Background: an optimization exercise with open tools, aiming at small area and a short achievable clock period. Do not read the settings as production practice.
The RTL was checked by simulation tests, not by an equivalence proof against the original design.

==> flow/design.v (outline; a module is shown in full before it is edited, if it fits) <==
// module lng_unit: 435 lines
// module lng_add: 25 lines
// module lng_mtree: 610 lines
module lng_unit (
    input  wire        clk,
    input  wire        rst,         
    input  wire        issue,
    input  wire [5:0]  op,
    input  wire [14:0] m,
    input  wire [39:0] a,
    input  wire [39:0] b,
    input  wire [39:0] acc_lo,      
    input  wire [39:0] acc_hi,      
    input  wire        psn,         
    input  wire [2:0]  slot,
    input  wire [19:0] origin,      
    output wire        ready,
    output wire        done,
    output wire        trap,
    output wire        pair,
    output wire [39:0] r0,
    output wire [39:0] r1,
    output wire [7:0]  cause,
    output wire [17:0] info
);
  // ...
==> flow/run.sh <==
#!/bin/bash
# synth_recipe.tcl (not shown) runs the flow's synth.tcl, then flattens the netlist and writes it again
# the make line also repeats each setting of config.mk as NAME=value (left out here)
make -C /OpenROAD-flow-scripts/flow DESIGN_CONFIG=/design/flow/config.mk WORK_HOME=/design/flow/orfs CLKGATE_MAP_FILE= SYNTH_SCRIPT=/design/flow/synth_recipe.tcl finish
==> flow/config.mk <==
export PLATFORM = sky130hd
export DESIGN_NAME = lng_unit
export DESIGN_NICKNAME = lng_unit
export VERILOG_FILES = /design/flow/design.v
export SDC_FILE = /design/flow/constraint.sdc
export NUM_CORES = 4
export LEC_CHECK = 0
export ABC_AREA = 1
export CAP_MARGIN = 50
export CORE_MARGIN = 2
export CORE_UTILIZATION = 50
export SLEW_MARGIN = 60
==> flow/constraint.sdc <==
create_clock -name core_clock -period 25.0 [get_ports {clk}]
set_input_delay 5.0000 -clock core_clock [delete_from_list [all_inputs] [get_ports {clk}]]
set_output_delay 5.0000 -clock core_clock [all_outputs]
set_load 0.01 [all_outputs]
==> flow_summary.json, run 1 <==
{
  "status": "complete, but fails checks",
  "so_faults": "antenna rules",
  "clk_latency_ns": 0.68,
  "fin_crit_sh_pct": 39.70,
  "worst_pin_slew_ns": 0.7476,
  "busiest_layer": "met2",
  "hold_viol": 0,
  "ctsResizeCount": 0,
  "antenna_left": 1,
  "wl_met2_um": 127600,
  "async_reset_ff_share_pct": 0,
  "endpoint_kind": "flip-flop",
  "slew_headroom_pct": 50.09,
  "grt_util_all_layers_pct": 58.66,
  "synth_common_cells": "nand2_1, inv_1, nor2_1",
  "fillerInstances": 10543,
  "fin_util_pct": 56.70,
  "grt_pass1_vias": 61214,
  "row_count": 120,
  "syn_inst": 8293,
  "preCtsSetupSlack_ns": 15.01,
  "reg2reg_to": "xl[25]$_DFF_P_",
  "cts_root_buf": "clkbuf_16",
  "crit_top_cell": "nand2_1"
}
==> inputs of run 2 (changes only) <==
--- a/flow/config.mk
+++ b/flow/config.mk
@@ -8,5 +8,5 @@
 export ABC_AREA = 1
 export CAP_MARGIN = 50
 export CORE_MARGIN = 2
-export CORE_UTILIZATION = 50
-export SLEW_MARGIN = 60
+export CORE_UTILIZATION = 40
+export SLEW_MARGIN = 50
==> flow_summary.json, run 2 <==
{
  "cp.required_ns": 25.60,
  "clock-sinks": 249,
  "drt-pass1-iter-count": 9,
  "numCtsBuffers": 39,
  "synth-edff-count": 134,
  "endpoint_kind": "flip-flop",
  "grt_util_all_layers_pct": 49.24,
  "crit_top_cell": "nand2_1",
  "overflow": 0,
  "synth.distinct_cells": 82,
  "vias_per_cell": 6.450,
  "syn_area_um2": 53720,
  "nets": 9182,
  "finalClockSkew_ns": 0.06117,
  "seq_area_um2": 6346,
  "area_growth_pct": 12.87,
  "initial_core_util_pct": 40.25,
  "synth_seq_cells": 249,
  "fin_crit_sh_pct": 40.01,
  "fmax_ghz": 0.09997,
  "clockBufferDepth": 3,
  "cts_root_buf": "clkbuf_16",
  "drive_gt1_share_pct": 7.132,
  "antenna_left": 0,
  "drt_iter0_drc": 10781,
  "critical_path_class": "primary input to flip-flop",
  "wirelength_um": 350700,
  "die_area_um2": 137200,
  "grt_first_pass_wirelength_um": 476500,
  "synth_common_cells": "nand2_1, inv_1, nor2_1",
  "ys_top_cells_by_area": "nand2_1, fa_1, xor2_1",
  "slew_violations": 0,
  "row_count": 134,
  "clk_pin_slew_ns": 0.06,
  "final_cell_mix": "nand2_1, inv_1, nor2_1, xor2_1, o21ai_0",
  "ys_seq_area_share_pct": 11.78,
  "critical_path.startpoint_type": "primary input",
  "path_max_fanout": 24,
  "via_count": 66105,
  "yosysWarnings": 5,
  "syn_inst": 8293,
  "setup_viol": 0,
  "postCtsHoldBufs": 0,
  "dpl.hpwl_um": 266400,
  "fillerInstances": 14113,
  "wl_per_cell_um": 34.22,
  "fp.coreArea_um2": 133500,
  "die_y_um": 370.5,
  "finish.cell_count_without_fillers": 10249,
  "grt_pass1_vias": 59512,
  "clk_latency_ns": 0.68,
  "max_stage_delay_ns": 0.71,
  "slew_headroom_pct": 40.90,
  "synth.avg_cell_area_um2": 6.477,
  "synth_most_common_cell": "nand2_1",
  "min_period_ns": 10.00,
  "async_reset_ff_share_pct": 0,
  "post-cts-setup-buffer-count": 0,
  "synth_top_cell_by_area": "nand2_1",
  "hold_viol": 0,
  "synth-main-ff-cell": "edfxtp_1",
  "status": "finished clean",
  "ctsResizeCount": 0,
  "floorplan.die.width_um": 370.5,
  "worst_pin_slew_ns": 0.8797,
  "cts_tree": "yes",
  "route.detailed.drc": 0,
  "arrival_ns": 10.60,
  "cts_htree_levels": 2,
  "gp_congestion": 1.169,
  "slowest_stage": "clkdlybuf4s50_1",
  "portBuffers": 308,
  "grt_max_degree": 68,
  "multiInputGateArea_um2": 41310,
  "rsz0062_at_grt": "no",
  "num_io_pins": 318,
  "final_common_cell": "nand2_1",
  "hold_class": "flip-flop to flip-flop",
  "maxCapViolations": 0,
  "tns_ns": 0,
  "synth_top_cell_area_share_pct": 12.82,
  "dp.cells": 10134,
  "antenna_found_initial": 41
}
run 2: cell count changes in the layout (fill, tap and decap cells not counted), sizes merged:
cell	previous run	this run
inv	1135	1137
clkinvlp	4	3
diode	78	40
bufinv	1	3
buf	258	246
clkinv	35	30
clkdlybuf4s50	307	308
run 2: path summary, 6_finish.rpt:
path / start / to / slack [ns] / cells after the start
max: m[2] / xl[25]$_DFF_P_ / 15.00 / 30
max reg2reg: bsign$_DFFE_PP_ / xl[11]$_DFF_P_ / 15.51 / 51
min: k_r0$_SDFFE_PN0P_ / k_r0$_SDFFE_PN0P_ / 0.47 / 2
min reg2reg: k_r0$_SDFFE_PN0P_ / k_r0$_SDFFE_PN0P_ / 0.47 / 2
run 2: layer usage:
metal / global-route usage (%) / routed length (µm) / up-vias
met4: 38.14 / 33610 / 32
met5: 0 / 215 / -
met1: 61.36 / 129800 / 31591
li1: - / - / 27717
met3: 16.76 / 48280 / 1435
met2: 69.21 / 138800 / 5330
run 2: metrics by stage:
step	hold WS (ns)	cell area (µm²)	setup WS, ns	utilization (%)
final	0.4721	60630	15.00	45.43
after floorplan	0.4295	53750	17.30	-
after detailed placement	0.4565	59090	14.65	44.28
after CTS	0.4698	60430	15.33	45.28
after global placement	0.4420	58680	14.35	43.97
after global routing	0.4971	60530	14.69	45.36
run 2: final cells by class:
cell class / instances / area share [%]
Sequential cell: 249 / 10.47
Antenna cell: 40 / 0.1651
Clock buffer: 51 / 1.820
Clock inverter: 19 / 0.3900
Inverter: 1154 / 7.190
Tap cell: 1768 / 3.649
Timing Repair Buffer: 554 / 8.180
Multi-Input combinational cell: 6414 / 68.14
run 2: critical path, delay by kind of cell:
| kind | cells | cell delay, ns |
|---|---|---|
| simple gates | 22 | 3.44 |
| buf+inv | 5 | 1.28 |
| compound gates | 1 | 0.45 |
| xor+xnor | 2 | 0.36 |
run 2: logic make-up after synthesis:
kind of cell | after synthesis | synth area share [%]
adders and majority gates | 562 | 16.84
AOI/OAI and AO/OA | 1855 | 21.10
muxes | 1 | 0.01863
DFF | 249 | 11.78
xor gates and xnor gates | 771 | 12.65
buffers and inverters | 1638 | 12.41
other | 1 | 0.006981
and+or+nand+nor | 3216 | 25.20
==> inputs of run 3 (changes only) <==
--- a/flow/config.mk
+++ b/flow/config.mk
@@ -6,7 +6,7 @@
 export NUM_CORES = 4
 export LEC_CHECK = 0
 export ABC_AREA = 1
-export CAP_MARGIN = 50
+export CAP_MARGIN = 20
 export CORE_MARGIN = 2
 export CORE_UTILIZATION = 40
-export SLEW_MARGIN = 50
+export SLEW_MARGIN = 20
==> flow_summary.json, run 3 <==
{
  "status": "finished clean",
  "synthAdderAreaFrac_pct": 16.84,
  "synth_most_common_cell": "nand2_1",
  "slew_violations": 0,
  "min_period_ns": 10.31,
  "synth-edff-count": 134,
  "drt_iter0_drc": 10607,
  "antenna_found_initial": 46,
  "cts_tree": "yes",
  "rsz0062_at_grt": "no",
  "path_max_fanout": 30,
  "numCtsBuffers": 38,
  "synth_mux_area_share_pct": 0.01863,
  "clock-sinks": 249,
  "critical_path_class": "primary input to flip-flop",
  "tns_ns": 0,
  "synth_top_cell_area_share_pct": 12.82,
  "hold_viol": 0,
  "synth_top_family_by_area": "simple AND/OR/NAND/NOR gates",
  "overflow": 0,
  "synth.distinct_cells": 82,
  "antenna_left": 0,
  "post-cts-setup-buffer-count": 0,
  "gp_congestion": 1.169,
  "synth_common_cells": "nand2_1, inv_1, nor2_1",
  "critPathLaunch": "m[2]",
  "synth_seq_cells": 249,
  "drive_gt1_share_pct": 6.381,
  "grt_util_all_layers_pct": 49.31,
  "fp.coreArea_um2": 133500,
  "timing.rr.start": "xb[15]$_DFFE_PP_",
  "clockBufferDepth": 3,
  "synth-main-ff-cell": "edfxtp_1",
  "r2r_cells": 31,
  "layout_setup_ws_ns": 14.69,
  "dp.cells": 10128,
  "cts_root_buf": "clkbuf_16",
  "fin_crit_sh_pct": 41.23,
  "die_area_um2": 137200,
  "syn_inst": 8293,
  "ys_seq_area_share_pct": 11.78,
  "endpoint_kind": "flip-flop",
  "initial_core_util_pct": 40.25,
  "finish.cell_count_without_fillers": 10234,
  "setup_viol": 0,
  "wirelength_um": 350500,
  "synth_xor_area_share_pct": 12.65,
  "clk_pin_slew_ns": 0.07,
  "wl_per_cell_um": 34.25,
  "grt_pass1_vias": 59418,
  "max_stage_delay_ns": 0.83,
  "area_growth_pct": 11.92,
  "hold_slack_ns": 0.4754,
  "slowest_stage": "nand2_2",
  "final_common_cell": "nand2_1",
  "vias_per_cell": 6.450,
  "critical_path.startpoint_type": "primary input",
  "crit_top_cell": "nand2_1",
  "final_cell_mix": "nand2_1, inv_1, nor2_1, xor2_1, o21ai_0",
  "finalClockSkew_ns": 0.05355,
  "nets": 9172,
  "syn_area_um2": 53720,
  "fmax_ghz": 0.09703,
  "ctsResizeCount": 0,
  "clk_latency_ns": 0.68,
  "reg2reg_to": "xl[18]$_DFF_P_",
  "whs_endpoint": "k_r0$_SDFFE_PN0P_",
  "regToRegSetupSlack_ns": 14.78,
  "slew_headroom_pct": 9.277,
  "cp.required_ns": 25.60,
  "arrival_ns": 10.90,
  "hold_class": "flip-flop to flip-flop",
  "row_count": 134,
  "portBuffers": 308,
  "synth_compound_area_share_pct": 21.10,
  "grt_first_pass_wirelength_um": 477000,
  "via_count": 66013,
  "postCtsHoldBufs": 0,
  "hp-start": "k_r0$_SDFFE_PN0P_",
  "maxCapViolations": 0,
  "ys_top_cells_by_area": "nand2_1, fa_1, xor2_1",
  "dpl.hpwl_um": 266000,
  "synth-simple-area-share_pct": 25.20,
  "whs_path_depth": 2,
  "route.detailed.drc": 0,
  "drt-pass1-iter-count": 8,
  "grt_max_degree": 68,
  "synth.avg_cell_area_um2": 6.477,
  "die_y_um": 370.5,
  "yosysWarnings": 5,
  "floorplan.die.width_um": 370.5,
  "num_io_pins": 318,
  "preCtsSetupSlack_ns": 14.37,
  "worst_pin_slew_ns": 1.350,
  "async_reset_ff_share_pct": 0,
  "cts_htree_levels": 2,
  "synth_top_cell_by_area": "nand2_1"
}
## run 3: cell counts after synthesis
Identical to the previous run, type by type.
## run 3: logic make-up (layout without fill, tap and decap cells)
logic type               Yosys count  count (layout)
multiplexers                       1               1
adder cells (fa/ha/maj)          562             562
other                              1              44
AO/OA/AOI/OAI                   1855            1855
flip-flops                       249             249
XOR/XNOR                         771             771
buffers and inverters           1638            1768
AND/OR/NAND/NOR                 3216            3216
## run 3: layer usage
metal,GRT usage [%],vias up,wire length [µm]
met3,17.51,1454,48120
met5,0,-,184
met4,37.04,28,32840
met1,60.94,31331,129600
li1,-,27677,-
met2,69.90,5523,139800
## run 3: final cells by class
| type | count | area, µm² |
|---|---|---|
| multi-input combinational | 6414 | 40950 |
| antenna | 35 | 87.58 |
| fill | 14201 | 73340 |
| clock buffer | 47 | 1036 |
| sequential | 249 | 6345 |
| inverter | 1154 | 4337 |
| timing repair buffer | 545 | 4875 |
| tap | 1768 | 2212 |
| clock inverter | 22 | 274.0 |
## run 3: worst max-delay path by stage
stage / endpoint / slack (ns) / cells after the start
detailed placement: xl[28]$_DFF_P_ / 14.37 / 28
global placement: xl[28]$_DFF_P_ / 14.35 / 29
global route: xl[28]$_DFF_P_ / 14.42 / 29
CTS: xl[28]$_DFF_P_ / 15.05 / 29
finish: xl[28]$_DFF_P_ / 14.69 / 29
floorplan: xl[22]$_DFF_P_ / 17.30 / 29
## run 3: through the flow
stage | utilization (%) | cell area [µm²]
finish | 45.05 | 60120
floorplan | - | 53750
global placement | 43.97 | 58680
CTS | 44.96 | 60000
detailed placement | 43.98 | 58690
global route | 44.98 | 60030
## run 3: critical path: cells and delay by family
kind                      cells  cell delay, ns
and+or+nand+nor              24            4.27
buffers and inverters         3            1.11
xor gates and xnor gates      2            0.48
==> inputs of run 4 (changes only) <==
--- a/flow/config.mk
+++ b/flow/config.mk
@@ -6,7 +6,7 @@
 export NUM_CORES = 4
 export LEC_CHECK = 0
 export ABC_AREA = 1
-export CAP_MARGIN = 20
+export CAP_MARGIN = 65
 export CORE_MARGIN = 2
 export CORE_UTILIZATION = 40
-export SLEW_MARGIN = 20
+export SLEW_MARGIN = 65
==> flow_summary.json, run 4 <==
{
  "antenna_left": 0,
  "crit_top_cell": "nand2_1",
  "clock-sinks": 249,
  "multiInputGateArea_um2": 41980,
  "synth_top_cell_area_share_pct": 12.82,
  "finalClockSkew_ns": 0.07030,
  "max_stage_delay_ns": 0.69,
  "syn_area_um2": 53720,
  "ys_seq_area_share_pct": 11.78,
  "drt-pass1-iter-count": 8,
  "antenna_found_initial": 38,
  "endpoint": "xl[28]$_DFF_P_",
  "initial_core_util_pct": 40.25,
  "slowest_stage": "clkdlybuf4s50_1",
  "die_area_um2": 137200,
  "worst_pin_slew_ns": 0.6056,
  "crit_buf_inv": 4,
  "async_reset_ff_share_pct": 0,
  "synth_top_cell_by_area": "nand2_1",
  "synth_most_common_cell": "nand2_1",
  "reg2reg_to": "xl[11]$_DFF_P_",
  "drt_iter0_drc": 10566,
  "critPathLaunch": "m[2]",
  "endpoint_kind": "flip-flop",
  "route.detailed.drc": 0,
  "row_count": 134,
  "synth.distinct_cells": 82,
  "final_common_cell": "nand2_1",
  "cts_tree": "yes",
  "synth.avg_cell_area_um2": 6.477,
  "tns_ns": 0,
  "hold_viol": 0,
  "status": "finished clean",
  "hold_slack_ns": 0.4678,
  "vias_per_cell": 6.410,
  "arrival_ns": 10.32,
  "slew_headroom_pct": 59.45,
  "grt_max_degree": 68,
  "syn_inst": 8293,
  "crit_family": "simple AND/OR/NAND/NOR gates",
  "seq_area_um2": 6371,
  "critical_path_class": "primary input to flip-flop",
  "regToRegSetupSlack_ns": 15.68,
  "clk_latency_ns": 0.69,
  "cp.depth": 29,
  "grt_pass1_vias": 59814,
  "yosysWarnings": 5,
  "critical_path.startpoint_type": "primary input",
  "cts_root_buf": "clkbuf_16",
  "ys_top_cells_by_area": "nand2_1, fa_1, xor2_1",
  "synth-edff-count": 134,
  "fmax_ghz": 0.1030,
  "numCtsBuffers": 39,
  "clk_pin_slew_ns": 0.07,
  "fin_crit_sh_pct": 38.82,
  "min_period_ns": 9.704,
  "gp_congestion": 1.169,
  "floorplan.die.width_um": 370.5,
  "setup_viol": 0,
  "cp.required_ns": 25.61,
  "dpl.hpwl_um": 268800,
  "clockBufferDepth": 3,
  "portBuffers": 308,
  "nets": 9246,
  "maxCapViolations": 0,
  "path_max_fanout": 29,
  "timing.rr.start": "bsign$_DFFE_PP_",
  "synth_seq_cells": 249,
  "post-cts-setup-buffer-count": 0,
  "grt_util_all_layers_pct": 49.48,
  "rsz0062_at_grt": "no",
  "final_cell_mix": "nand2_1, inv_1, nor2_1, xor2_1, a21oi_1",
  "grt_first_pass_wirelength_um": 478700,
  "fillerInstances": 13928,
  "wirelength_um": 351600,
  "cts_htree_levels": 2,
  "die_y_um": 370.5,
  "ctsResizeCount": 0,
  "drive_gt1_share_pct": 9.593,
  "hp-start": "k_r0$_SDFFE_PN0P_",
  "num_io_pins": 318,
  "via_count": 66047,
  "slew_violations": 0,
  "postCtsHoldBufs": 0,
  "synth-main-ff-cell": "edfxtp_1",
  "overflow": 0,
  "hold_class": "flip-flop to flip-flop",
  "synth_common_cells": "nand2_1, inv_1, nor2_1",
  "r2r_cells": 51,
  "fin_util_pct": 46.45,
  "wl_per_cell_um": 34.12,
  "area_growth_pct": 15.40,
  "fp.coreArea_um2": 133500
}
## run 4: per-layer routing
layer / part of all wire (%) / vias up / track usage (%) / wire length, µm
met3: 14 / 1425 / 17.55 / 49260
met4: 9.4 / 40 / 36.58 / 32930
met5: 0.14 / - / 1.364 / 508
met1: 37 / 31393 / 61.11 / 128800
met2: 40 / 5299 / 70.37 / 140000
li1: - / 27890 / - / -
## run 4: logic make-up after synthesis
kind of cell / Yosys count / synth area share [%]
compound gates: 1855 / 21.10
xor+xnor: 771 / 12.65
fa+ha+maj: 562 / 16.84
buf+inv: 1638 / 12.41
flops: 249 / 11.78
mux: 1 / 0.01863
other cells: 1 / 0.006981
simple gates: 3216 / 25.20
## run 4: worst min-delay path by stage
stage / to / cells past startpoint
after global placement: k_r0$_SDFFE_PN0P_ / 2
after CTS: k_r0$_SDFFE_PN0P_ / 2
after detailed placement: k_r0$_SDFFE_PN0P_ / 2
after floorplan: k_r0$_SDFFE_PN0P_ / 2
after global routing: k_i0[2]$_SDFFE_PN0P_ / 2
final: k_r0$_SDFFE_PN0P_ / 2
## run 4: area by class of cell
type,count,share of cell area [%]
diodes,30,0.1211
clock buffers,51,1.714
clock inverters,20,0.4097
inverters,1154,7.093
multi-input cells,6414,67.73
flip-flops and latches,249,10.28
well taps,1768,3.569
repair buffers,618,9.089
## run 4: metrics by stage
stage	instance area, µm²	std cells	setup slack (ns)
after floorplan	53750	8301	17.30
after global placement	58680	10128	14.35
after detailed placement	60250	10191	14.83
after CTS	61570	10262	15.49
after global routing	61920	10277	15.07
final	61990	10304	15.30
## run 4: worst register-to-register path, delay by kind of cell (launching register included)
| kind | cells | cell delay (ns) |
|---|---|---|
| flops | 1 | 0.52 |
| compound gates | 9 | 1.94 |
| fa+ha+maj | 3 | 0.99 |
| simple gates | 32 | 4.15 |
| buf+inv | 7 | 1.60 |
==> inputs of run 5 (changes only) <==
--- a/flow/config.mk
+++ b/flow/config.mk
@@ -6,7 +6,7 @@
 export NUM_CORES = 4
 export LEC_CHECK = 0
 export ABC_AREA = 1
-export CAP_MARGIN = 65
+export CAP_MARGIN = 75
 export CORE_MARGIN = 2
 export CORE_UTILIZATION = 40
-export SLEW_MARGIN = 65
+export SLEW_MARGIN = 75
==> flow_summary.json, run 5 <==
{
  "status": "finished clean",
  "floorplan.die.width_um": 370.5,
  "wirelength_um": 350900,
  "multiInputGateArea_um2": 43230,
  "crit_buf_inv": 4,
  "slew_violations": 0,
  "via_count": 66821,
  "die_y_um": 370.5,
  "synth_most_common_cell": "nand2_1",
  "syn_area_um2": 53720,
  "setup_viol": 0,
  "postCtsHoldBufs": 0,
  "yosysWarnings": 5,
  "placed_area_um2": 62550,
  "row_count": 134,
  "initial_core_util_pct": 40.25,
  "antenna_found_initial": 45,
  "die_area_um2": 137200,
  "seq_area_um2": 6395,
  "synth_top_cell_area_share_pct": 12.82,
  "r2r_cells": 52,
  "route.detailed.drc": 0,
  "fmax_ghz": 0.1125,
  "grt_util_all_layers_pct": 49.32,
  "nets": 9369,
  "synth_common_cells": "nand2_1, inv_1, nor2_1",
  "slowest_stage": "buf_6",
  "clock-sinks": 249,
  "overflow": 0,
  "endpoint_kind": "flip-flop",
  "maxCapViolations": 0,
  "vias_per_cell": 6.405,
  "synth.distinct_cells": 82,
  "synth-main-ff-cell": "edfxtp_1",
  "cts_root_buf": "clkbuf_16",
  "synth_xor_area_share_pct": 12.65,
  "grt_pass1_vias": 60475,
  "timing.rr.start": "bsign$_DFFE_PP_",
  "clockBufferDepth": 3,
  "syn_inst": 8293,
  "critical_path_class": "primary input to flip-flop",
  "hold_viol": 0,
  "drive_gt1_share_pct": 12.83,
  "fp.coreArea_um2": 133500,
  "arrival_ns": 9.45,
  "crit_top_cell": "nand2_1",
  "finalClockSkew_ns": 0.07935,
  "design_area_um2": 64560,
  "min_period_ns": 8.890,
  "hold_class": "flip-flop to flip-flop",
  "clk_latency_ns": 0.68,
  "synth.avg_cell_area_um2": 6.477,
  "synth-edff-count": 134,
  "crit_family": "simple AND/OR/NAND/NOR gates",
  "drt-pass1-iter-count": 7,
  "gp_congestion": 1.169,
  "synth-simple-area-share_pct": 25.20,
  "ctsResizeCount": 0,
  "num_io_pins": 318,
  "synth_seq_cells": 249,
  "wl_per_cell_um": 33.64,
  "numCtsBuffers": 39,
  "area_growth_pct": 20.18,
  "ys_top_cells_by_area": "nand2_1, fa_1, xor2_1",
  "hp-start": "k_r0$_SDFFE_PN0P_",
  "rsz0062_at_grt": "no",
  "cts_tree": "yes",
  "cp.required_ns": 25.56,
  "antenna_left": 0,
  "reg2reg_to": "xl[11]$_DFF_P_",
  "final_common_cell": "nand2_1",
  "fin_crit_sh_pct": 35.56,
  "drt_iter0_drc": 10278,
  "portBuffers": 308,
  "grt_max_degree": 60,
  "final_cell_mix": "nand2_1, inv_1, nor2_1, xor2_1, a21oi_1",
  "async_reset_ff_share_pct": 0,
  "synthAdderAreaFrac_pct": 16.84,
  "synth_compound_area_share_pct": 21.10,
  "post-cts-setup-buffer-count": 0,
  "synth_mux_area_share_pct": 0.01863,
  "path_max_fanout": 29,
  "synth_top_cell_by_area": "nand2_1",
  "tns_ns": 0,
  "whs_endpoint": "k_r0$_SDFFE_PN0P_",
  "whs_path_depth": 2,
  "grt_first_pass_wirelength_um": 478400,
  "synth_top_family_by_area": "simple AND/OR/NAND/NOR gates",
  "cts_htree_levels": 2,
  "regToRegSetupSlack_ns": 16.32,
  "clk_pin_slew_ns": 0.07,
  "critical_path.startpoint_type": "primary input",
  "dpl.hpwl_um": 271600,
  "max_stage_delay_ns": 0.32,
  "ys_seq_area_share_pct": 11.78,
  "fillerInstances": 13764,
  "hold_slack_ns": 0.4751
}
[run 5: cell count changes in the layout (fill, tap and decap cells not counted), sizes merged]
cell,delta
clkdlybuf4s18,-1
clkdlybuf4s25,+4
clkdlybuf4s15,+2
clkinv,+2
clkbuf,+8
clkdlybuf4s50,-14
buf,+123
diode,+5
inv,-5
dlymetal6s2s,+3
clkinvlp,+2
[run 5: worst max-delay path by stage]
| stage | startpoint | slack (ns) | to | cells after the start |
|---|---|---|---|---|
| global placement | m[2] | 14.35 | xl[28]$_DFF_P_ | 29 |
| finish | m[2] | 16.11 | xl[26]$_DFF_P_ | 28 |
| floorplan | m[0] | 17.30 | xl[22]$_DFF_P_ | 29 |
| CTS | m[2] | 15.75 | xl[28]$_DFF_P_ | 28 |
| detailed placement | m[2] | 15.06 | xl[28]$_DFF_P_ | 28 |
| global route | m[2] | 15.91 | xl[29]$_DFF_P_ | 32 |
[run 5: cell families after synthesis]
family          Yosys count
fa+ha+maj               562
simple gates           3216
compound gates         1855
other cells               1
buf+inv                1638
flops                   249
mux                       1
xor+xnor                771
[run 5: cell type report]
cell class,count,area share (%)
tap,1768,3.426
clock inverter,19,0.3760
clock buffer,53,1.640
multi-input combinational,6414,66.96
sequential,249,9.905
antenna,35,0.1357
timing repair buffer,741,10.58
inverter,1154,6.973
[run 5: layer usage]
layer | share of wire (%) | global-route usage [%]
met1 | 37 | 61.21
met2 | 40 | 69.92
met3 | 14 | 16.80
met4 | 9.6 | 37.52
met5 | 0.069 | 0.4545
[run 5: stage by stage]
step	setup WS, ns	util, %	std cells
finish	16.11	48.37	10433
global route	15.91	48.32	10403
CTS	15.75	47.85	10378
detailed placement	15.06	46.87	10306
global placement	14.35	43.97	10128
floorplan	17.30	-	8301
[run 5: tightest hold or removal path: stages (launching register included)]
cell,delay (ns)
dfxtp_1,0.34
nand2_1,0.06
o31ai_1,0.05
==> inputs of run 6 (changes only) <==
--- a/flow/config.mk
+++ b/flow/config.mk
@@ -6,7 +6,7 @@
 export NUM_CORES = 4
 export LEC_CHECK = 0
 export ABC_AREA = 1
-export CAP_MARGIN = 75
+export CAP_MARGIN = 90
 export CORE_MARGIN = 2
 export CORE_UTILIZATION = 40
-export SLEW_MARGIN = 75
+export SLEW_MARGIN = 90
==> flow_summary.json, run 6 <==
{
  "status": "did not finish",
  "failed_stage": "3_5_place_dp",
  "error_line": "[ERROR DPL-0033] detailed placement checks failed during check placement.",
  "synth_most_common_cell": "nand2_1",
  "synth_seq_cells": 249,
  "synth_top_cell_area_share_pct": 12.82,
  "num_io_pins": 318,
  "row_count": 134,
  "synth-main-ff-cell": "edfxtp_1",
  "async_reset_ff_share_pct": 0,
  "yosysWarnings": 5,
  "die_y_um": 370.5,
  "synth.distinct_cells": 82,
  "syn_area_um2": 53720,
  "synth.avg_cell_area_um2": 6.477,
  "synth_common_cells": "nand2_1, inv_1, nor2_1",
  "syn_inst": 8293,
  "initial_core_util_pct": 40.25,
  "synth_top_cell_by_area": "nand2_1",
  "synth-edff-count": 134,
  "dpl.hpwl_um": 502400,
  "ys_seq_area_share_pct": 11.78,
  "ys_top_cells_by_area": "nand2_1, fa_1, xor2_1",
  "portBuffers": 308,
  "floorplan.die.width_um": 370.5,
  "gp_congestion": 1.169
}
[run 6: cell counts after synthesis]
Identical to the previous run, type by type.
[run 6: kinds of logic after synthesis]
family / count (synthesis) / share of synthesized area [%]
and+or+nand+nor: 3216 / 25.20
AOI/OAI and AO/OA: 1855 / 21.10
buffers and inverters: 1638 / 12.41
xor gates and xnor gates: 771 / 12.65
adders and majority gates: 562 / 16.84
DFF: 249 / 11.78
other: 1 / 0.006981
muxes: 1 / 0.01863
[run 6: metrics by stage]
step              setup slack, ns  hold slack [ns]  cells
global placement            14.35           0.4420  10128
floorplan                   17.30           0.4295   8301
[run 6: worst max-delay path by stage]
stage | start | end | slack [ns]
2_1_floorplan | m[0] | xl[22]$_DFF_P_ | 17.30
3_3_place_gp | m[2] | xl[28]$_DFF_P_ | 14.35
==> module lng_unit, before the edit <==
module lng_unit (
    input  wire        clk,
    input  wire        rst,         
    input  wire        issue,
    input  wire [5:0]  op,
    input  wire [14:0] m,
    input  wire [39:0] a,
    input  wire [39:0] b,
    input  wire [39:0] acc_lo,      
    input  wire [39:0] acc_hi,      
    input  wire        psn,         
    input  wire [2:0]  slot,
    input  wire [19:0] origin,      
    output wire        ready,
    output wire        done,
    output wire        trap,
    output wire        pair,
    output wire [39:0] r0,
    output wire [39:0] r1,
    output wire [7:0]  cause,
    output wire [17:0] info
);
    localparam [3:0] T_EMPTY = 4'd0, T_NAT = 4'd1, T_INT = 4'd2, T_BITS = 4'd3,
                     T_SHORT = 4'd5, T_POISON = 4'd14, T_WIDE = 4'd15;
    localparam [7:0] C_TAGV = 8'h01, C_DIVZ = 8'h0E, C_ILLOP = 8'h0F;
    localparam [3:0] OP_MUL = 4'd0, OP_MULH = 4'd1, OP_MULW = 4'd2, OP_MAC = 4'd3,
                     OP_DIV = 4'd4, OP_DIVU = 4'd5, OP_REM = 4'd6, OP_REMU = 4'd7,
                     OP_CRC = 4'd8, OP_CRCFIN = 4'd9, OP_SQRTU = 4'd10;
    reg         busy, rdy, done_r, trap_r, pair_r;
    reg  [4:0]  cnt;         
    reg  [39:0] xa, xb, xl, xh;
    reg  [3:0]  opq;
    reg  [6:0]  mq;
    reg         psnq;
    reg  [2:0]  slotq;
    reg  [19:0] origq;
    reg         sgn_a;       
    reg  [20:0] bctl;        
    reg         hz, hinv;    
    reg         bsign;       
    reg         divz_r;      
    reg         sa_int, sa_short, sb_int, sb_short;    
    reg         msel_b;      
    reg         k_c0, k_c1;          
    reg  [2:0]  k_i0;                
    reg  [3:0]  k_tag;               
    reg  [2:0]  k_slot;              
    reg         k_r0, k_r7;          
    assign ready = rdy;
    assign done  = done_r;
    assign trap  = trap_r;
    assign pair  = pair_r;
    assign r0    = xl;
    assign r1    = xh;
    assign cause = {4'd0, k_c1, k_c1, k_c1, k_c0};
    assign info  = {k_r7, k_r7, k_r0, k_slot, k_tag, 5'd0, k_i0};
    wire op_crc_in  = (op == 6'd8);
    wire op_crcx_in = (op == 6'd8) || (op == 6'd9);
    wire illop_in = (op > 6'd10)
                 || (m[14:7] != 8'd0)
                 || (!op_crc_in && m[6])
                 || (!op_crcx_in && (m[5:0] != 6'd0))
                 || (op_crcx_in && m[3] && (m[2:0] != 3'd0))
                 || (op_crc_in && m[5] && m[4]);
    wire [3:0]  ta = xa[39:36];
    wire [3:0]  tb = xb[39:36];
    wire [3:0]  tl = xl[39:36];
    wire [3:0]  th = xh[39:36];
    function [36:0] true_val(input [3:0] t, input [35:0] p);
        begin
            if (t == T_INT)
                true_val = {p[35], p};
            else if (t == T_SHORT)
                true_val = {{21{p[15]}}, p[15:0]};
            else
                true_val = {1'b0, p};
        end
    endfunction
    function is_nis(input [3:0] t);
        is_nis = (t == T_NAT) || (t == T_INT) || (t == T_SHORT);
    endfunction
    function is_ni(input [3:0] t);
        is_ni = (t == T_NAT) || (t == T_INT);
    endfunction
    function is_nbs(input [3:0] t);
        is_nbs = (t == T_NAT) || (t == T_BITS) || (t == T_SHORT);
    endfunction
    function [20:0] booth(input [14:0] w);
        integer j;
        begin
            for (j = 0; j < 7; j = j + 1) begin
                booth[3*j+2] = w[2*j+2] & ~(w[2*j+1] & w[2*j]);
                booth[3*j+1] = (w[2*j+2] & ~w[2*j+1] & ~w[2*j]) | (~w[2*j+2] & w[2*j+1] & w[2*j]);
                booth[3*j]   = w[2*j+1] ^ w[2*j];
            end
        end
    endfunction
    wire is_mul  = (opq[3:2] == 2'b00);
    wire is_div  = (opq[3:2] == 2'b01);
    wire is_crc  = opq[3] && !opq[1];
    wire is_sqrt = opq[3] && opq[1];
    wire is_mac  = (opq == OP_MAC);
    wire is_mulh = (opq == OP_MULH);
    wire is_wide = is_mul && opq[1];           
    wire is_rem  = is_div && opq[1];           
    wire [4:0] last = is_mul ? 5'd3 : is_div ? 5'd17 : is_crc ? 5'd1 : 5'd19;
    wire fin = (cnt == last);                  
    reg        pois;
    reg [39:0] pois_w;
    always @* begin
        pois = 1'b0;
        pois_w = xa;
        if (ta == T_POISON) begin
            pois = 1'b1; pois_w = xa;
        end else if (opq != OP_CRCFIN && opq != OP_SQRTU && tb == T_POISON) begin
            pois = 1'b1; pois_w = xb;
        end else if (is_mac && tl == T_POISON) begin
            pois = 1'b1; pois_w = xl;
        end else if (is_mac && th == T_POISON) begin
            pois = 1'b1; pois_w = xh;
        end
    end
    reg       tagv;
    reg [3:0] tv_tag;
    reg [2:0] tv_role;
    always @* begin
        tagv = 1'b0;
        tv_tag = ta;
        tv_role = 3'd0;
        case (opq)
            OP_MUL, OP_MULH, OP_DIV, OP_REM: begin
                if (!is_nis(ta)) begin
                    tagv = 1'b1; tv_tag = ta; tv_role = 3'd0;
                end else if (!is_nis(tb)) begin
                    tagv = 1'b1; tv_tag = tb; tv_role = 3'd1;
                end else if ((ta == T_SHORT) != (tb == T_SHORT)) begin
                    tagv = 1'b1; tv_tag = tb; tv_role = 3'd1;
                end
            end
            OP_MULW, OP_MAC: begin
                if (!is_ni(ta)) begin
                    tagv = 1'b1; tv_tag = ta; tv_role = 3'd0;
                end else if (!is_ni(tb)) begin
                    tagv = 1'b1; tv_tag = tb; tv_role = 3'd1;
                end else if (is_mac && !is_ni(tl)) begin
                    tagv = 1'b1; tv_tag = tl; tv_role = 3'd7;
                end else if (is_mac && th != T_WIDE) begin
                    tagv = 1'b1; tv_tag = th; tv_role = 3'd7;
                end
            end
            OP_DIVU, OP_REMU: begin
                if (ta != T_NAT) begin
                    tagv = 1'b1; tv_tag = ta; tv_role = 3'd0;
                end else if (tb != T_NAT) begin
                    tagv = 1'b1; tv_tag = tb; tv_role = 3'd1;
                end
            end
            OP_CRC: begin
                if (!is_nbs(ta)) begin
                    tagv = 1'b1; tv_tag = ta; tv_role = 3'd0;
                end else if (!is_nbs(tb)) begin
                    tagv = 1'b1; tv_tag = tb; tv_role = 3'd1;
                end
            end
            OP_CRCFIN: begin
                if (!is_nbs(ta)) begin
                    tagv = 1'b1; tv_tag = ta; tv_role = 3'd0;
                end
            end
            default: begin   
                if (ta != T_NAT) begin
                    tagv = 1'b1; tv_tag = ta; tv_role = 3'd0;
                end
            end
        endcase
    end
    wire tv_empty = (tv_tag == T_EMPTY);
    wire short_pair = sa_short;
    wire [3:0] pair_tag = short_pair ? T_SHORT :
                          (ta == T_NAT && tb == T_NAT) ? T_NAT : T_INT;
    wire wide_nat = (ta == T_NAT) && (tb == T_NAT) && (!is_mac || tl == T_NAT);
    wire [36:0] bv = {sb_int ? xb[35] : sb_short & xb[15], sb_short ? {20{xb[15]}} : xb[35:16], xb[15:0]};
    wire divz  = is_div && divz_r;           
    wire fault = tagv || divz;
    wire exc   = pois || fault;
    wire ftrap = !pois && fault && !psnq;
    wire [39:0] p_word = {T_POISON, origq, 6'd0, tagv && !tv_empty, tagv && tv_empty,
                          tagv ? C_TAGV : C_DIVZ};
    wire [36:0] av = {sa_int ? xa[35] : sa_short & xa[15], sa_short ? {20{xa[15]}} : xa[35:16], xa[15:0]};
    wire [36:0] mand = msel_b ? bv : av;
    wire [38:0] mand39 = {{2{mand[36]}}, mand};
    wire [41:0] bx = {{5{bv[36]}}, bv};
    reg [272:0] rowe;
    reg [6:0]   rneg;
    reg [38:0]  u;
    integer j, i;
    always @* begin
        for (j = 0; j < 7; j = j + 1) begin
            for (i = 0; i < 39; i = i + 1)
                u[i] = (bctl[3*j] & mand39[i]) | (bctl[3*j+1] & ((i == 0) ? 1'b0 : mand39[i-1]));
            u = u ^ {39{bctl[3*j+2]}};
            rowe[39*j +: 39] = {~u[38], u[37:0]};
            rneg[j] = bctl[3*j+2];
        end
    end
    wire        inc  = !hz && hinv;
    wire [71:0] hrow = hz ? 72'd0 : ({xh[35:0], xl[35:0]} ^ {72{hinv}});
    wire [71:0] tx, ty, tsum;
    lng_mtree u_tree (.e(rowe), .h(hrow), .ng({rneg[6:1], rneg[0] | inc}), .x(tx), .y(ty));
    lng_add #(72) u_mcpa (.x(tx), .y(ty), .ci(1'b0), .s(tsum), .co());
    wire        dci  = ~bsign;
    wire [38:0] dn39 = {3'b111, xb[35:0]};
    wire [38:0] dx   = {1'b0, xl[35:0], xa[35:34]};
    wire [38:0] dt1, dt2, dt3;
    lng_add #(39) u_d1 (.x(dx), .y(dn39),              .ci(dci),  .s(dt1), .co());
    lng_add #(39) u_d2 (.x(dx), .y({dn39[37:0], dci}), .ci(dci),  .s(dt2), .co());
    lng_add #(39) u_d3 (.x(dx), .y(xh[38:0]),          .ci(1'b0), .s(dt3), .co());
    wire [1:0]  dqa = !dt3[38] ? 2'd3 : !dt2[38] ? 2'd2 : !dt1[38] ? 2'd1 : 2'd0;
    wire [35:0] dra = !dt3[38] ? dt3[35:0] : !dt2[38] ? dt2[35:0] :
                      !dt1[38] ? dt1[35:0] : dx[35:0];
    wire [37:0] dy   = {1'b0, dra, xa[33]};
    wire [37:0] dtb;
    lng_add #(38) u_db (.x(dy), .y(dn39[37:0]), .ci(dci), .s(dtb), .co());
    wire [35:0] dr = dtb[37] ? dy[35:0] : dtb[35:0];
    wire [35:0] dq = {xa[32:0], dqa, ~dtb[37]};
    wire [21:0] sq_cat = {xh[19:0], xa[35:34]};
    wire [22:0] sq_dif;
    lng_add #(23) u_sq (.x({1'b0, sq_cat}), .y(~{3'b000, xl[17:0], 2'b01}), .ci(1'b1), .s(sq_dif), .co());
    wire        sq_ge  = ~sq_dif[22];
    wire [19:0] sq_rem = sq_ge ? sq_dif[19:0] : sq_cat[19:0];
    reg [31:0] ci_r0;        
    reg [31:0] ci_t;         
    reg [31:0] ci_c;         
    integer e, n;
    always @* begin
        case (m[3:0])
            4'd0:    begin ci_t = 32'hd0ad51c1; ci_r0 = {a[7:0],  24'd0}; end
            4'd1:    begin ci_t = 32'h9303a471; ci_r0 = {a[7:0],  24'd0}; end
            4'd2:    begin ci_t = 32'h283a5edf; ci_r0 = {a[14:0], 17'd0}; end
            4'd3:    begin ci_t = 32'h1c581911; ci_r0 = {a[15:0], 16'd0}; end
            4'd4:    begin ci_t = 32'hcfffbfff; ci_r0 = {a[15:0], 16'd0}; end
            4'd5:    begin ci_t = 32'h895e8c87; ci_r0 = {a[16:0], 15'd0}; end
            4'd6:    begin ci_t = 32'h8af7beff; ci_r0 = {a[20:0], 11'd0}; end
            4'd7:    begin ci_t = 32'hf7011641; ci_r0 = a[31:0];          end
            default: begin ci_t = 32'hdea713f1; ci_r0 = a[31:0];          end
        endcase
        for (e = 0; e < 32; e = e + 1) begin
            case (m[5:4])
                2'd0:    ci_c[e] = (e < 8)  ? (ci_r0[24+(e%8)]  ^ (m[6] ? b[7-(e%8)]   : b[e%8]))  : 1'b0;
                2'd1:    ci_c[e] = (e < 16) ? (ci_r0[16+(e%16)] ^ (m[6] ? b[15-(e%16)] : b[e%16])) : 1'b0;
                default: ci_c[e] = ci_r0[e] ^ (m[6] ? b[31-e] : b[e]);
            endcase
        end
    end
    reg [31:0] c_pr;         
    reg [31:0] c_r0;         
    reg [31:0] c_mask;       
    always @* begin
        case (mq[3:0])
            4'd0:    begin c_pr = 32'h00000007; c_r0 = {xa[7:0],  24'd0}; c_mask = 32'h000000FF; end
            4'd1:    begin c_pr = 32'h0000001d; c_r0 = {xa[7:0],  24'd0}; c_mask = 32'h000000FF; end
            4'd2:    begin c_pr = 32'h00004599; c_r0 = {xa[14:0], 17'd0}; c_mask = 32'h00007FFF; end
            4'd3:    begin c_pr = 32'h00001021; c_r0 = {xa[15:0], 16'd0}; c_mask = 32'h0000FFFF; end
            4'd4:    begin c_pr = 32'h00008005; c_r0 = {xa[15:0], 16'd0}; c_mask = 32'h0000FFFF; end
            4'd5:    begin c_pr = 32'h0001685b; c_r0 = {xa[16:0], 15'd0}; c_mask = 32'h0001FFFF; end
            4'd6:    begin c_pr = 32'h00102899; c_r0 = {xa[20:0], 11'd0}; c_mask = 32'h001FFFFF; end
            4'd7:    begin c_pr = 32'h04c11db7; c_r0 = xa[31:0];          c_mask = 32'hFFFFFFFF; end
            default: begin c_pr = 32'h1edc6f41; c_r0 = xa[31:0];          c_mask = 32'hFFFFFFFF; end
        endcase
    end
    reg [31:0] tp_x, tp_f, tp_y;
    reg        tp_v;
    always @* begin
        for (e = 0; e < 32; e = e + 1)
            tp_x[e] = busy ? xl[31-e] : ci_c[31-e];
        tp_f = busy ? c_pr : ci_t;
        for (e = 0; e < 32; e = e + 1) begin
            tp_v = 1'b0;
            for (n = 0; n <= e; n = n + 1)
                tp_v = tp_v ^ (tp_x[n] & tp_f[e-n]);
            tp_y[e] = tp_v;
        end
    end
    reg [31:0] c_ulo, c_out, c_rev, c_fin;
    always @* begin
        case (mq[5:4])
            2'd0:    c_ulo = {xa[23:0], 8'd0};
            2'd1:    c_ulo = {xa[15:0], 16'd0};
            default: c_ulo = 32'd0;
        endcase
        c_out = (c_ulo ^ tp_y) & c_mask;
        for (e = 0; e < 32; e = e + 1)
            c_rev[e] = c_r0[31-e];
        c_fin = (mq[4] ? c_rev : (xa[31:0] & c_mask)) ^ (mq[5] ? c_mask : 32'd0);
    end
    wire [31:0] crc_res = opq[0] ? c_fin : c_out;
    wire        ok     = !exc;
    wire        w_pois = fin && pois;
    wire        w_flt  = fin && !pois && fault;
    wire        w_mlo  = fin && ok && is_mul && !is_mulh;        
    wire        w_mhi  = fin && ok && is_mulh && !short_pair;
    wire        w_mhs  = fin && ok && is_mulh && short_pair;        
    wire        w_dres = fin && ok && is_div;
    wire        w_crc  = fin && ok && is_crc;
    wire        w_sq   = ok && is_sqrt && (cnt != 5'd1);           
    wire        w_msh  = !fin && ok && is_mul;                     
    wire        w_dr   = !fin && ok && is_div && (cnt >= 5'd4) && (cnt <= 5'd15);
    wire        w_clr  = !fin && ok && ((is_div && cnt == 5'd3) || (is_sqrt && cnt == 5'd1));
    wire        w_hold = !(w_pois || w_flt || w_mlo || w_mhi || w_mhs || w_dres || w_crc || w_sq ||
                           w_msh || w_dr || w_clr);
    wire        mask_hi = short_pair && !is_wide;                  
    wire [3:0]  res_tag = is_wide ? (wide_nat ? T_NAT : T_INT) :
                          is_crc  ? T_BITS :
                          is_sqrt ? T_NAT : pair_tag;
    wire [35:0] mul_lo  = {tsum[7:0], xh[35:8]};
    wire [35:0] mul_hi  = tsum[43:8];
    wire [35:0] hi_keep = {{20{!mask_hi}}, 16'hFFFF};
    wire [35:0] xl_p = ({36{w_mlo}}  & mul_lo & hi_keep)
                     | ({36{w_mhi}}  & mul_hi)
                     | ({36{w_mhs}}  & {20'd0, tsum[3:0], xh[35:24]})
                     | ({36{w_dres}} & tsum[35:0] & hi_keep)
                     | ({36{w_crc}}  & {4'd0, crc_res})
                     | ({36{w_sq}}   & {xl[34:0], sq_ge})
                     | ({36{w_msh}}  & tsum[49:14])
                     | ({36{w_dr}}   & dr)
                     | ({36{w_pois}} & pois_w[35:0])
                     | ({36{w_flt}}  & p_word[35:0])
                     | ({36{w_hold}} & xl[35:0]);
    wire [3:0]  xl_t = w_pois ? pois_w[39:36] : w_flt ? T_POISON : fin ? res_tag : tl;
    wire        x_mp1  = !fin && ok && is_mul && cnt[0];           
    wire        x_mp2  = !fin && ok && is_mul && !cnt[0];          
    wire        x_m3   = !fin && ok && is_div && (cnt == 5'd2);    
    wire        x_fin  = fin && ok;
    wire        x_sq   = ok && is_sqrt;
    wire        x_hold = !(w_pois || w_flt || x_fin || x_mp1 || x_mp2 || x_m3 || x_sq);
    wire [35:0] xh_p = ({36{x_mp1}}  & {tsum[13:0], tsum[71:50]})
                     | ({36{x_mp2}}  & {tsum[13:0], xh[35:22], tsum[57:50]})
                     | ({36{x_m3}}   & tsum[35:0])
                     | ({36{x_fin}}  & mul_hi)
                     | ({36{x_sq}}   & {xh[35:20], (cnt == 5'd1) ? 20'd0 : sq_rem})
                     | ({36{w_pois}} & pois_w[35:0])
                     | ({36{w_flt}}  & p_word[35:0])
                     | ({36{x_hold}} & xh[35:0]);
    wire [3:0]  xh_t = w_pois ? pois_w[39:36] : w_flt ? T_POISON : x_m3 ? {th[3], tsum[38:36]} :
                       x_fin ? T_WIDE : th;
    wire [20:0] dpat = (cnt == 5'd1) ? {15'd0, ~bv[36], 2'b01, bv[36], 2'b01} :    
                       (cnt == 5'd2) ? {18'd0, sgn_a, 2'b01} :                       
                       is_rem        ? 21'd0 :                                       
                                       {18'd0, sgn_a ^ bsign, 2'b01};                
    always @(posedge clk) begin
        if (!busy) begin
            xa       <= a;
            xb       <= b;
            xl       <= (op == 6'd8) ? {acc_lo[39:32], tp_y} : acc_lo;    
            xh       <= acc_hi;
            opq      <= op[3:0];
            mq       <= m[6:0];
            psnq     <= psn;
            slotq    <= slot;
            origq    <= origin;
            sa_int   <= (a[39:36] == T_INT);
            sa_short <= (a[39:36] == T_SHORT);
            sb_int   <= (b[39:36] == T_INT);
            sb_short <= (b[39:36] == T_SHORT);
            msel_b   <= 1'b0;
            bctl     <= booth({b[13:0], 1'b0});
            hz       <= (op != 6'd3);
            hinv     <= 1'b0;
        end else begin
            bctl   <= is_div ? dpat : booth(cnt[0] ? bx[27:13] : bx[41:27]);
            hz     <= is_div && !(cnt == 5'd16 && is_rem);
            hinv   <= is_div && sgn_a;
            msel_b <= is_div && (cnt == 5'd1);
            xl     <= {xl_t, xl_p};
            xh     <= {xh_t, xh_p};
            if (ok && is_div && cnt == 5'd2)
                xb[35:0] <= bsign ? bv[35:0] : ~bv[35:0];
            if (ok && is_div && cnt == 5'd3)
                xa[35:0] <= tsum[35:0];
            else if (w_dr)
                xa[35:0] <= dq;
            else if (ok && is_sqrt && cnt != 5'd1)
                xa[35:0] <= {xa[33:0], 2'b00};
        end
    end
    always @(posedge clk) begin
        if (!busy) begin
            k_c0   <= 1'b1;
            k_c1   <= 1'b1;
            k_i0   <= 3'b001;
            k_tag  <= 4'd0;
            k_slot <= slot;
            k_r0   <= 1'b0;
            k_r7   <= 1'b0;
        end else if (fin) begin
            k_c0   <= tagv;
            k_c1   <= !tagv;
            k_i0   <= tagv ? {1'b0, !tv_empty, tv_empty} : opq[2:0];
            k_tag  <= tagv ? tv_tag : 4'd0;
            k_slot <= tagv ? slotq : 3'd0;
            k_r0   <= tagv && (tv_role != 3'd0);
            k_r7   <= tagv && (tv_role == 3'd7);
        end
    end
    always @(posedge clk)
        if (cnt == 5'd1) begin
            sgn_a  <= av[36];
            bsign  <= bv[36];
            divz_r <= (bv == 37'd0);
        end
    always @(posedge clk) begin
        if (!busy)
            cnt <= 5'd1;
        else
            cnt <= cnt + 5'd1;
    end
    always @(posedge clk) begin
        if (rst) begin
            busy   <= 1'b0;
            rdy    <= 1'b1;
            done_r <= 1'b0;
        end else if (!busy) begin
            trap_r <= 1'b1;
            done_r <= issue && illop_in;
            busy   <= issue && !illop_in;
            rdy    <= !(issue && !illop_in);
        end else if (fin) begin
            busy   <= 1'b0;
            rdy    <= 1'b1;
            done_r <= 1'b1;
            trap_r <= ftrap;
            pair_r <= is_wide && !ftrap;
        end
    end
endmodule
==> module lng_add, before the edit <==
module lng_add #(parameter W = 8) (
    input  wire [W-1:0] x,
    input  wire [W-1:0] y,
    input  wire         ci,
    output wire [W-1:0] s,
    output wire         co
);
    reg [W-1:0] g, p, gg, pp;
    integer d, i;
    always @* begin
        g = x & y;
        p = x ^ y;
        gg = g;
        pp = p;
        gg[0] = g[0] | (p[0] & ci);
        for (d = 1; d < W; d = d * 2)
            for (i = 0; i < W; i = i + 1)
                if ((i & d) != 0) begin
                    gg[i] = gg[i] | (pp[i] & gg[(i & ~(2*d - 1)) + d - 1]);
                    pp[i] = pp[i] & pp[(i & ~(2*d - 1)) + d - 1];
                end
    end
    assign s  = p ^ {gg[W-2:0], ci};
    assign co = gg[W-1];
endmodule
==> inputs of run 7 (changes only) <==
--- a/flow/design.v
+++ b/flow/design.v
@@ -207,7 +207,7 @@
     wire [71:0] hrow = hz ? 72'd0 : ({xh[35:0], xl[35:0]} ^ {72{hinv}});
     wire [71:0] tx, ty, tsum;
     lng_mtree u_tree (.e(rowe), .h(hrow), .ng({rneg[6:1], rneg[0] | inc}), .x(tx), .y(ty));
-    lng_add #(72) u_mcpa (.x(tx), .y(ty), .ci(1'b0), .s(tsum), .co());
+    lng_add #(72, 1) u_mcpa (.x(tx), .y(ty), .ci(1'b0), .s(tsum), .co());
     wire        dci  = ~bsign;
     wire [38:0] dn39 = {3'b111, xb[35:0]};
     wire [38:0] dx   = {1'b0, xl[35:0], xa[35:34]};
@@ -225,7 +225,7 @@
     wire [35:0] dq = {xa[32:0], dqa, ~dtb[37]};
     wire [21:0] sq_cat = {xh[19:0], xa[35:34]};
     wire [22:0] sq_dif;
-    lng_add #(23) u_sq (.x({1'b0, sq_cat}), .y(~{3'b000, xl[17:0], 2'b01}), .ci(1'b1), .s(sq_dif), .co());
+    lng_add #(23, 1) u_sq (.x({1'b0, sq_cat}), .y(~{3'b000, xl[17:0], 2'b01}), .ci(1'b1), .s(sq_dif), .co());
     wire        sq_ge  = ~sq_dif[22];
     wire [19:0] sq_rem = sq_ge ? sq_dif[19:0] : sq_cat[19:0];
     reg [31:0] ci_r0;        
@@ -433,7 +433,7 @@
         end
     end
 endmodule
-module lng_add #(parameter W = 8) (
+module lng_add #(parameter W = 8, parameter BK = 0) (
     input  wire [W-1:0] x,
     input  wire [W-1:0] y,
     input  wire         ci,
@@ -448,12 +448,25 @@
         gg = g;
         pp = p;
         gg[0] = g[0] | (p[0] & ci);
-        for (d = 1; d < W; d = d * 2)
-            for (i = 0; i < W; i = i + 1)
-                if ((i & d) != 0) begin
-                    gg[i] = gg[i] | (pp[i] & gg[(i & ~(2*d - 1)) + d - 1]);
-                    pp[i] = pp[i] & pp[(i & ~(2*d - 1)) + d - 1];
+        if (BK == 0) begin
+            for (d = 1; d < W; d = d * 2)
+                for (i = 0; i < W; i = i + 1)
+                    if ((i & d) != 0) begin
+                        gg[i] = gg[i] | (pp[i] & gg[(i & ~(2*d - 1)) + d - 1]);
+                        pp[i] = pp[i] & pp[(i & ~(2*d - 1)) + d - 1];
+                    end
+        end else begin
+            for (d = 1; d < W; d = d * 2)
+                for (i = 2*d - 1; i < W; i = i + 2*d) begin
+                    gg[i] = gg[i] | (pp[i] & gg[i-d]);
+                    pp[i] = pp[i] & pp[i-d];
+                end
+            for (d = 64; d >= 1; d = d / 2)
+                for (i = 3*d - 1; i < W; i = i + 2*d) begin
+                    gg[i] = gg[i] | (pp[i] & gg[i-d]);
+                    pp[i] = pp[i] & pp[i-d];
                 end
+        end
     end
     assign s  = p ^ {gg[W-2:0], ci};
     assign co = gg[W-1];
--- a/flow/config.mk
+++ b/flow/config.mk
@@ -6,7 +6,7 @@
 export NUM_CORES = 4
 export LEC_CHECK = 0
 export ABC_AREA = 1
-export CAP_MARGIN = 90
+export CAP_MARGIN = 50
 export CORE_MARGIN = 2
 export CORE_UTILIZATION = 40
-export SLEW_MARGIN = 90
+export SLEW_MARGIN = 50
==> flow_summary.json, run 7 <==
{
  "rsz0062_at_grt": "no",
  "endpoint_kind": "flip-flop",
  "fin_util_pct": 45.26,
  "final_cell_mix": "nand2_1, inv_1, nor2_1, xor2_1, o21ai_0",
  "floorplan.die.width_um": 372.4,
  "wl_per_cell_um": 33.56,
  "drt-pass1-iter-count": 8,
  "async_reset_ff_share_pct": 0,
  "drive_gt1_share_pct": 7.032,
  "grt_pass1_vias": 59145,
  "whs_path_depth": 2,
  "timing.rr.start": "sb_short$_DFFE_PN_",
  "max_stage_delay_ns": 1.02,
  "overflow": 0,
  "synth_seq_cells": 249,
  "portBuffers": 308,
  "preCtsSetupSlack_ns": 14.96,
  "die_y_um": 372.4,
  "vias_per_cell": 6.296,
  "row_count": 135,
  "gp_congestion": 1.115,
  "yosysWarnings": 5,
  "clock-sinks": 249,
  "slew_headroom_pct": 41.05,
  "fmax_ghz": 0.1022,
  "path_max_fanout": 16,
  "dpl.hpwl_um": 268500,
  "syn_area_um2": 54280,
  "antenna_left": 0,
  "synth_top_cell_by_area": "nand2_1",
  "maxCapViolations": 0,
  "area_growth_pct": 12.67,
  "synth-edff-count": 134,
  "drt_iter0_drc": 9735,
  "cp.required_ns": 25.56,
  "setup_viol": 0,
  "regToRegSetupSlack_ns": 15.21,
  "synth_common_cells": "nand2_1, inv_1, nor2_1",
  "ys_top_cells_by_area": "nand2_1, fa_1, xor2_1",
  "whs_endpoint": "rdy$_SDFFE_PP1N_",
  "fillerInstances": 14255,
  "cts_root_buf": "clkbuf_16",
  "ys_seq_area_share_pct": 11.65,
  "clk_latency_ns": 0.67,
  "finalClockSkew_ns": 0.07363,
  "layout_setup_ws_ns": 15.21,
  "clockBufferDepth": 3,
  "synth_top_cell_area_share_pct": 13.30,
  "critical_path_class": "flip-flop to flip-flop",
  "final_common_cell": "nand2_1",
  "crit_top_cell": "nand2_1",
  "fp.coreArea_um2": 135100,
  "cts_tree": "yes",
  "slew_violations": 0,
  "initial_core_util_pct": 40.17,
  "hold_viol": 0,
  "num_io_pins": 318,
  "r2r_cells": 28,
  "grt_max_degree": 85,
  "syn_inst": 8382,
  "synth-main-ff-cell": "edfxtp_1",
  "arrival_ns": 10.34,
  "route.detailed.drc": 0,
  "slowest_stage": "fa_1",
  "multiInputGateArea_um2": 41720,
  "reg2reg_to": "xl[28]$_DFF_P_",
  "hp-start": "rdy$_SDFFE_PP1N_",
  "via_count": 64915,
  "critical_path.startpoint_type": "flip-flop",
  "worst_pin_slew_ns": 0.8790,
  "wirelength_um": 346000,
  "ctsResizeCount": 0,
  "synth.avg_cell_area_um2": 6.476,
  "grt_util_all_layers_pct": 48.48,
  "grt_first_pass_wirelength_um": 471500,
  "numCtsBuffers": 38,
  "status": "finished clean",
  "die_area_um2": 138700,
  "postCtsHoldBufs": 0,
  "min_period_ns": 9.787,
  "fin_crit_sh_pct": 39.15,
  "clk_pin_slew_ns": 0.06,
  "post-cts-setup-buffer-count": 0,
  "hold_class": "flip-flop to flip-flop",
  "nets": 9277,
  "cts_htree_levels": 2,
  "antenna_found_initial": 37,
  "synth.distinct_cells": 82,
  "hold_slack_ns": 0.4539,
  "synth_most_common_cell": "nand2_1",
  "seq_area_um2": 6354,
  "tns_ns": 0
}
==> run 7: cell count changes after synthesis, moves of 14 or more <==
cell      change
buf_2        +15
a21oi_1      -25
fa_1         +34
o211ai_1     +30
a31oi_1      +16
o21ai_0      +15
xor2_1       -66
nor2_1       -43
nand2_1      +88
nand3b_1     +14
o221ai_1     -30
nand3_1      +38
o22ai_1      +24
nand4_1      +15
==> run 7: final cells by class <==
cell class	instances	share of cell area, %
Antenna cell	25	0.1023
Timing Repair Buffer	539	8.081
Inverter	1172	7.255
Multi-Input combinational cell	6474	68.21
Clock buffer	50	1.800
Tap cell	1781	3.644
Sequential cell	249	10.39
Clock inverter	20	0.5156
==> run 7: routing by layer <==
metal / up-vias / routed length, µm / global-route usage [%]
met2: 4906 / 141100 / 70.22
met1: 30788 / 128100 / 59.73
met5: - / 200 / 0.2098
li1: 27920 / - / -
met4: 25 / 34760 / 39.54
met3: 1276 / 41860 / 13.58
==> run 7: worst max-delay path by stage <==
stage / start / slack (ns) / end
floorplan: m[0] / 17.36 / xl[9]$_DFF_P_
global placement: m[3] / 15.07 / xl[19]$_DFF_P_
detailed placement: m[3] / 14.96 / xl[19]$_DFF_P_
CTS: m[3] / 15.64 / xl[19]$_DFF_P_
global route: bsign$_DFFE_PP_ / 14.84 / xl[25]$_DFF_P_
finish: sb_short$_DFFE_PN_ / 15.21 / xl[28]$_DFF_P_
==> run 7: metrics by stage <==
stage | area [µm²] | std cells
floorplan | 54310 | 8390
finish | 61160 | 10310
detailed placement | 59550 | 10209
global route | 61100 | 10288
global placement | 59010 | 10187
CTS | 60970 | 10279
==> run 7: cell families (layout without fill, tap and decap cells) <==
logic type               Yosys count  in the layout  synth area share [%]
AO/OA/AOI/OAI                   1875           1875                 20.97
other                              1             34              0.006909
XOR/XNOR                         709            709                 11.48
AND/OR/NAND/NOR                 3286           3286                 25.60
buffers and inverters           1667           1781                 12.39
adder cells (fa/ha/maj)          595            595                 17.89
flip-flops                       249            249                 11.65
==> run 7: critical path, delay by kind of cell, from the launching register on <==
| family | cells | cell delay [ns] |
|---|---|---|
| fa+ha+maj | 6 | 3.43 |
| compound gates | 8 | 2.64 |
| simple gates | 9 | 1.67 |
| buf+inv | 4 | 1.02 |
| flops | 1 | 0.68 |
| xor+xnor | 1 | 0.20 |

-- port drivers added, routing unchanged --
No port has a modelled driver above. Below, the same layouts with a new extraction and two added sets of constraints.
Step 1 assumes that a clkbuf_16 drives the clock port and a buf_2 every other input.
Step 2 also shifts input and output timing later by t, the mid clock arrival at the registers, as if the neighbouring blocks saw the same clock.
a / b / c = no drivers / after step 1 / after step 2; a / b = the first two.
run	t, ns	setup WS [ns]	worst setup path at the end	clock arrival spread, ns	pins driven straight from the clock port
run 1	0.728	15.074 / 15.118 / 14.389	input to register	0.053 / 0.053	1
run 2	0.718	14.997 / 15.037 / 14.319	input to register	0.061 / 0.062	1
run 3	0.736	14.694 / 14.739 / 14.003	input to register	0.054 / 0.054	1
run 4	0.734	15.296 / 15.347 / 14.613	input to register	0.071 / 0.070	1
run 5	0.717	16.110 / 16.154 / 15.438	input to register	0.079 / 0.079	1
run 7	0.714	15.213 / 15.213 / 15.004	input to register	0.073 / 0.073	1
For run 3, which loses most, drivers alone change the setup slack by +0.045 ns; drivers and shift together by -0.691 ns.
